Context: an optimization exercise on an open-source flow, tuned for small area, a short achievable clock period and few clock cycles. The choices shown serve that exercise and are no tape-out recipe.
In this exercise RTL edits were held to simulation tests only and were not proved equivalent to the original.

==> flow/design.v <==
module bx8_compress (
    input  wire [31:0] x,
    output wire [14:0] w
);
    wire [7:0]  ex  = x[30:23];
    wire        nrm = (ex != 8'd0);
    wire [23:0] sig = {nrm, x[22:0]};
    reg [23:0] pre;
    integer i;
    always @* begin
        pre[23] = sig[23];
        for (i = 22; i >= 0; i = i - 1)
            pre[i] = pre[i+1] | sig[i];
    end
    reg [4:0] lz;
    always @* begin
        lz = 5'd0;
        for (i = 0; i < 24; i = i + 1)
            if (sig[i]) lz = 5'd23 - i[4:0];
    end
    wire [23:0] ss = sig << lz;           
    wire [8:0]  e9 = nrm ? {1'b0, ex} : pre[0] ? (9'd1 - {4'd0, lz}) : 9'h1E1;
    wire [3:0]  fk = ss[22:19];
    wire        st = |(sig[18:0] & pre[23:5]);    
    assign w = {x[31], e9, fk, st};
endmodule
module bx8_elem_round (
    input  wire [14:0] w,
    input  wire [9:0]  k,
    input  wire [1:0]  fmt,
    output wire [7:0]  code,
    output wire        inexact,
    output wire        underflow,
    output wire        saturate
);
    wire       s    = w[14];
    wire [8:0] e9   = w[13:5];
    wire [3:0] f    = w[4:1];
    wire       st   = w[0];
    wire       zero = (e9 == 9'h1E1);
    wire       fj4  = (fmt == 2'd1);
    wire       fj8g = (fmt == 2'd3);
    wire [9:0] d    = {e9[8], e9} - k;            
    wire       tiny = d[9];
    reg  [2:0] t;
    always @* begin
        if (!tiny)
            t = 3'd0;
        else if (d[8:3] != 6'h3F)
            t = 3'd6;
        else case (d[2:0])
            3'd7:    t = 3'd1;
            3'd6:    t = 3'd2;
            3'd5:    t = 3'd3;
            3'd4:    t = 3'd4;
            3'd3:    t = 3'd5;
            default: t = 3'd6;
        endcase
    end
    reg [4:0] ext;
    reg       sx;
    always @* begin
        if (fj4)       begin ext = {3'b001, f[3:2]};  sx = f[1] | f[0] | st; end
        else if (fj8g) begin ext = {2'b01, f[3:1]};   sx = f[0] | st;        end
        else           begin ext = {1'b1, f};         sx = st;               end
    end
    wire [10:0] sh      = {ext, 6'd0} >> t;
    wire [3:0]  kept    = sh[10:7];
    wire        rnd     = sh[6];
    wire        stk     = sx | (|sh[5:0]);
    wire [4:0]  rounded = {1'b0, kept} + {4'd0, rnd & (stk | kept[0])};
    reg [6:0] bsh;
    reg       big;
    always @* begin
        if (fj4)       begin bsh = {4'd0, d[1:0], 1'b0}; big = (d[8:2] != 7'd0); end
        else if (fj8g) begin bsh = {d[4:0], 2'b0};       big = (d[8:5] != 4'd0); end
        else           begin bsh = {d[3:0], 3'b0};       big = (d[8:4] != 5'd0); end
        if (tiny) begin bsh = 7'd0; big = 1'b0; end
    end
    wire [7:0] cmag = {1'b0, bsh} + {3'd0, rounded};
    wire       sat  = big | (fj4 ? (cmag[7:3] != 5'd0) : cmag[7]);
    wire [6:0] mag  = sat ? (fj4 ? 7'h07 : 7'h7F) : cmag[6:0];
    assign code      = (zero || mag == 7'd0) ? 8'h00
                     : fj4 ? {4'h0, s, mag[2:0]} : {s, mag};
    assign inexact   = !zero & (rnd | stk | sat);
    assign underflow = !zero & tiny & (rnd | stk);
    assign saturate  = !zero & sat;
endmodule
module bx8_scale_key (
    input  wire [30:0] x,
    input  wire [1:0]  fmt,
    output reg  [8:0]  key
);
    wire [22:0] f = x[22:0];
    always @* begin
        case (fmt)
            2'd1:    key = {x[30:23], f[22] & (|f[21:0])};
            2'd3:    key = {x[30:23], (&f[22:21]) & (|f[20:0])};
            default: key = {x[30:23], (&f[22:20]) & (|f[19:0])};
        endcase
    end
endmodule
module bx8_choose_scale (
    input  wire [8:0]  key,
    input  wire [1:0]  fmt,
    output wire [7:0]  bx8
);
    reg [4:0] c;                   
    always @* begin
        case (fmt)
            2'd1:    c = key[0] ? 5'd1  : 5'd2;
            2'd3:    c = key[0] ? 5'd15 : 5'd16;
            default: c = key[0] ? 5'd7  : 5'd8;
        endcase
    end
    wire [8:0] t = {1'b0, key[8:1]} - {4'd0, c};
    assign bx8 = t[8] ? 8'h00 : t[7:0];
endmodule
module bx8_quant (
    input  wire        clk,
    input  wire        rst,         
    input  wire        in_valid,
    output wire        in_ready,
    input  wire [31:0] in_data,     
    input  wire [1:0]  in_fmt,      
    input  wire        in_given,    
    input  wire [7:0]  in_scale,    
    output wire        out_valid,
    input  wire        out_ready,
    output wire [7:0]  out_code,    
    output wire [7:0]  out_bx8,     
    output wire        out_last,    
    output wire [3:0]  out_flags    
);
    localparam integer N  = 67;     
    localparam integer RP = 64;     
    localparam integer W  = 15;     
    function [6:0] inc7(input [6:0] x);
        reg c; integer i;
        begin
            c = 1'b1;
            for (i = 0; i < 7; i = i + 1) begin inc7[i] = x[i] ^ c; c = c & x[i]; end
        end
    endfunction
    function [6:0] dec7(input [6:0] x);
        reg b; integer i;
        begin
            b = 1'b1;
            for (i = 0; i < 7; i = i + 1) begin dec7[i] = x[i] ^ b; b = b & ~x[i]; end
        end
    endfunction
    reg        in_ready_r;
    reg [5:0]  aidx;               
    reg        rin_v, rin_first, rin_last, rin_last_d;
    reg [31:0] rin_d;              
    reg [1:0]  fmt_l;              
    reg        giv_l;
    reg [7:0]  scl_l;
    assign in_ready = in_ready_r;
    wire fire = in_valid & in_ready_r;
    always @(posedge clk) begin
        rin_d <= in_data;
        if (fire & (aidx == 6'd0)) begin
            fmt_l <= in_fmt;
            giv_l <= in_given;
            scl_l <= in_scale;
        end
    end
    reg  [W*N-1:0] ring;
    wire [W-1:0]   comp;
    bx8_compress u_comp (.x(rin_d), .w(comp));
    always @(posedge clk)
        ring <= {ring[W*(N-1)-1:0], rin_v ? comp : ring[W*N-1 -: W]};
    reg [8:0]  key_run;            
    reg        nf_l;               
    wire [8:0] key_x;
    bx8_scale_key u_key (.x(rin_d[30:0]), .fmt(fmt_l), .key(key_x));
    wire       nf_x      = &rin_d[30:23];
    wire [8:0] key_run_n = (rin_first || key_x > key_run) ? key_x : key_run;
    wire       nf_n      = nf_x | (nf_l & ~rin_first);
    always @(posedge clk) begin
        if (rin_v) begin
            key_run <= key_run_n;
            nf_l    <= nf_n;
        end
    end
    reg        wp;                 
    reg        rb;                 
    reg [1:0]  nrdy;               
    reg [8:0]  p0_key, p1_key;     
    reg        p0_giv, p1_giv;
    reg [1:0]  p0_fmt, p1_fmt;
    reg        p0_nf, p1_nf;
    wire [8:0] key_blk = giv_l ? {1'b0, scl_l} : key_run_n;
    always @(posedge clk) begin
        if (rin_last & ~wp) begin
            p0_key <= key_blk;
            p0_giv <= giv_l;
            p0_fmt <= fmt_l;
            p0_nf  <= nf_n;
        end
        if (rin_last & wp) begin
            p1_key <= key_blk;
            p1_giv <= giv_l;
            p1_fmt <= fmt_l;
            p1_nf  <= nf_n;
        end
    end
    wire [7:0] e_auto0, e_auto1;
    bx8_choose_scale u_sc0 (.key(p0_key), .fmt(p0_fmt), .bx8(e_auto0));
    bx8_choose_scale u_sc1 (.key(p1_key), .fmt(p1_fmt), .bx8(e_auto1));
    wire [7:0] e0 = p0_giv ? p0_key[7:0] : e_auto0;
    wire [7:0] e1 = p1_giv ? p1_key[7:0] : e_auto1;
    wire [7:0] rb_e   = rb ? e1 : e0;
    wire [1:0] rb_fmt = rb ? p1_fmt : p0_fmt;
    wire       rb_nf  = rb ? p1_nf : p0_nf;
    reg [6:0]  wd;                 
    reg [6:0]  cnt;                
    wire [6:0] cnt_p = inc7(cnt);
    wire [6:0] cnt_m = dec7(cnt);
    wire [6:0] aidx_x = inc7({1'b0, aidx});
    wire [5:0] aidx_p = aidx_x[5:0];
    reg [2:0]  facc;               
    reg        ov;
    reg [7:0]  o_code, o_bx8;
    reg        o_last;
    reg [3:0]  o_flags;
    wire [6:0] wd_m  = (wd == 7'd0) ? N - 1 : dec7(wd);
    wire       ralign = (cnt == wd_m) | ((cnt == N) & (wd == 7'd1));
    wire rcan    = ralign & (nrdy != 2'd0);
    wire oload   = ~ov | out_ready;
    wire rd      = rcan & oload;
    wire rd_last = (cnt[5:0] == aidx_p);
    wire bdone   = rd & rd_last;
    wire       rb_n = bdone ? ~rb : rb;
    wire [9:0] k0   = {2'd0, e0} - ((p0_fmt == 2'd1) ? 10'd0 : (p0_fmt == 2'd3) ? 10'd14 : 10'd6);
    wire [9:0] k1   = {2'd0, e1} - ((p1_fmt == 2'd1) ? 10'd0 : (p1_fmt == 2'd3) ? 10'd14 : 10'd6);
    reg  [9:0] kc;
    always @(posedge clk)
        kc <= rb_n ? k1 : k0;
    wire [W-1:0] rword = ring[W*RP +: W];
    wire [7:0] el_code;
    wire       el_inx, el_unf, el_sat;
    bx8_elem_round u_round (
        .w(rword), .k(kc), .fmt(rb_fmt),
        .code(el_code), .inexact(el_inx), .underflow(el_unf), .saturate(el_sat)
    );
    wire [2:0] el_fl = {el_sat, el_unf, el_inx};
    wire [6:0] cnt_n = fire ? (rd ? cnt : cnt_p) : (rd ? cnt_m : cnt);
    wire       lt0   = (cnt < N);           
    wire       lt1   = (cnt < N - 1);
    wire       ok_n  = fire ? (rd ? lt0 : lt1) : (rd | lt0);
    wire [1:0] nrdy_p = {nrdy[1] ^ nrdy[0], ~nrdy[0]};
    wire [1:0] nrdy_m = {nrdy[1] ^ ~nrdy[0], ~nrdy[0]};
    always @(posedge clk) begin
        if (rst) begin
            in_ready_r <= 1'b1;
            aidx       <= 6'd0;
            rin_v      <= 1'b0;
            rin_first  <= 1'b0;
            rin_last   <= 1'b0;
            rin_last_d <= 1'b0;
            wd         <= 7'd0;
            cnt        <= 7'd0;
            wp         <= 1'b0;
            rb         <= 1'b0;
            nrdy       <= 2'd0;
            facc       <= 3'd0;
            ov         <= 1'b0;
        end else begin
            rin_v      <= fire;
            rin_first  <= fire & (aidx == 6'd0);
            rin_last   <= fire & (aidx == 6'd63);
            rin_last_d <= rin_last;
            if (fire)
                aidx <= aidx_p;
            wd         <= fire ? 7'd0 : (wd == 7'd0) ? N - 1 : dec7(wd);
            cnt        <= cnt_n;
            in_ready_r <= (fire | (wd == 7'd1)) & ok_n;
            if (rin_last)
                wp <= ~wp;
            if (bdone)
                rb <= ~rb;
            nrdy <= rin_last_d ? (bdone ? nrdy : nrdy_p) : (bdone ? nrdy_m : nrdy);
            if (oload & rcan)
                facc <= rd_last ? 3'd0 : (facc | el_fl);
            if (oload)
                ov <= rcan;
        end
    end
    always @(posedge clk) begin
        if (oload) begin
            o_code  <= rb_nf ? ((rb_fmt == 2'd1) ? 8'h00 : 8'h80) : el_code;
            o_bx8   <= rb_nf ? 8'hFF : rb_e;
            o_last  <= rd_last;
            o_flags <= rb_nf ? 4'b1000 : {1'b0, facc | el_fl};
        end
    end
    assign out_valid = ov;
    assign out_code  = o_code;
    assign out_bx8   = o_bx8;
    assign out_last  = o_last;
    assign out_flags = o_flags;
endmodule
==> flow/flow/run.sh <==
#!/bin/bash
# The standard layout, with these changes:
# - the port buffers are made from buf_4 cells instead of the resizer's
#   default pick (a delay cell), and after global placement the data-input
#   ones, which drive one flip-flop each, become buf_1 (flow/small_inbuf.tcl);
# - the resizer's timing repair is asked to keep extra setup slack, so that
#   it also works on paths that meet the clock period already.
set -euo pipefail
export BUFFER_PORTS_ARGS="-buffer_cell sky130_fd_sc_hd__buf_4"
export POST_GLOBAL_PLACE_TCL="$(pwd)/flow/small_inbuf.tcl"
export SETUP_SLACK_MARGIN=18.9
bash standard.sh > standard.log 2>&1
==> flow/flow/small_inbuf.tcl <==
# After global placement: the port buffers of the data inputs, which each
# drive a single flip-flop, are made buf_1 instead of buf_4. The handshake
# and reset inputs keep theirs. The resizer's later repair still sizes any
# of them up if timing needs it.
foreach p [get_ports {in_data* in_fmt* in_given in_scale*}] {
  foreach pin [get_pins -of_objects [get_nets -of_objects $p]] {
    set inst [get_cells -of_objects $pin]
    if { [get_property $inst ref_name] == "sky130_fd_sc_hd__buf_4" } {
      replace_cell $inst sky130_fd_sc_hd__buf_1
    }
  }
}
==> flow/standard.sh <==
#!/bin/bash
# synth_recipe.tcl (not shown) runs the flow's synth.tcl, then flattens the netlist and writes it again
# the make line also repeats each setting of config.mk as NAME=value (left out here)
make -C /OpenROAD-flow-scripts/flow DESIGN_CONFIG=/design/flow/config.mk WORK_HOME=/design/flow/orfs CLKGATE_MAP_FILE= SYNTH_SCRIPT=/design/flow/synth_recipe.tcl "${@:-finish}"
==> flow/config.mk <==
export PLATFORM = sky130hd
export DESIGN_NAME = bx8_quant
export DESIGN_NICKNAME = bx8_quant
export VERILOG_FILES = /design/flow/design.v
export SDC_FILE = /design/flow/constraint.sdc
export NUM_CORES = 4
export LEC_CHECK = 0
export CAP_MARGIN = 20
export CORE_MARGIN = 2
export CORE_UTILIZATION = 67
export CTS_CLUSTER_DIAMETER = 64
export CTS_CLUSTER_SIZE = 32
export PLACE_DENSITY = 0.8
export SLEW_MARGIN = 20
==> flow/constraint.sdc <==
create_clock -name core_clock -period 25.0 [get_ports {clk}]
set_input_delay 5.0000 -clock core_clock [delete_from_list [all_inputs] [get_ports {clk}]]
set_output_delay 5.0000 -clock core_clock [all_outputs]
set_load 0.01 [all_outputs]
==> summary.txt <==
-- kinds of logic after synthesis --
logic type / count (synthesis) / share of synthesized area (%)
AO/OA/AOI/OAI: 277 / 6.714
XOR/XNOR: 60 / 1.809
adder cells (fa/ha/maj): 55 / 2.488
buffers and inverters: 108 / 1.469
flip-flops: 1147 / 80.24
multiplexers: 54 / 1.936
AND/OR/NAND/NOR: 329 / 5.346
==> results.json <==
{
  "mean_cell_area_of_the_mapped_netlist_um2": 14.52,
  "yosysSeqAreaShare_pct": 80.24,
  "synth_cell_types": 88,
  "synth_fp_nets": 2132,
  "yosys.area.top_type": "dfxtp_1",
  "outcome.stop_stage": "global placement",
  "start_util_pct": 68.10,
  "numPortBuffers": 69,
  "ys_ff_latch": 1147,
  "ys_dominant_reg_cell": "dfxtp_1",
  "rows": 76,
  "netlist.area_leader.share_pct": 73.31,
  "synth_async_sr_flop_share_pct": 0,
  "synth_edf_count": 68,
  "synthTopCellsByArea": "dfxtp_1 73%, edfxtp_1 6.9%, ha_1 2.1%",
  "synth_commonest_cells": "1079 x dfxtp_1, 98 x nor2_1, 89 x nand2_1, 68 x edfxtp_1, 65 x a21oi_1",
  "die-height_um": 213.7,
  "die-width_um": 213.7,
  "mappedNetlistArea_um2": 29470,
  "yosysMostFrequentCell": "dfxtp_1",
  "status": "did not finish",
  "yosysWarningCount": 5,
  "syn_inst": 2030,
  "flow.first_error": "[ERROR STA-0100] unsupported object type Port.",
  "floorplan.io_pins": 70
}
Testbench counts, summed over its fixed seeds: cycles 16,920.
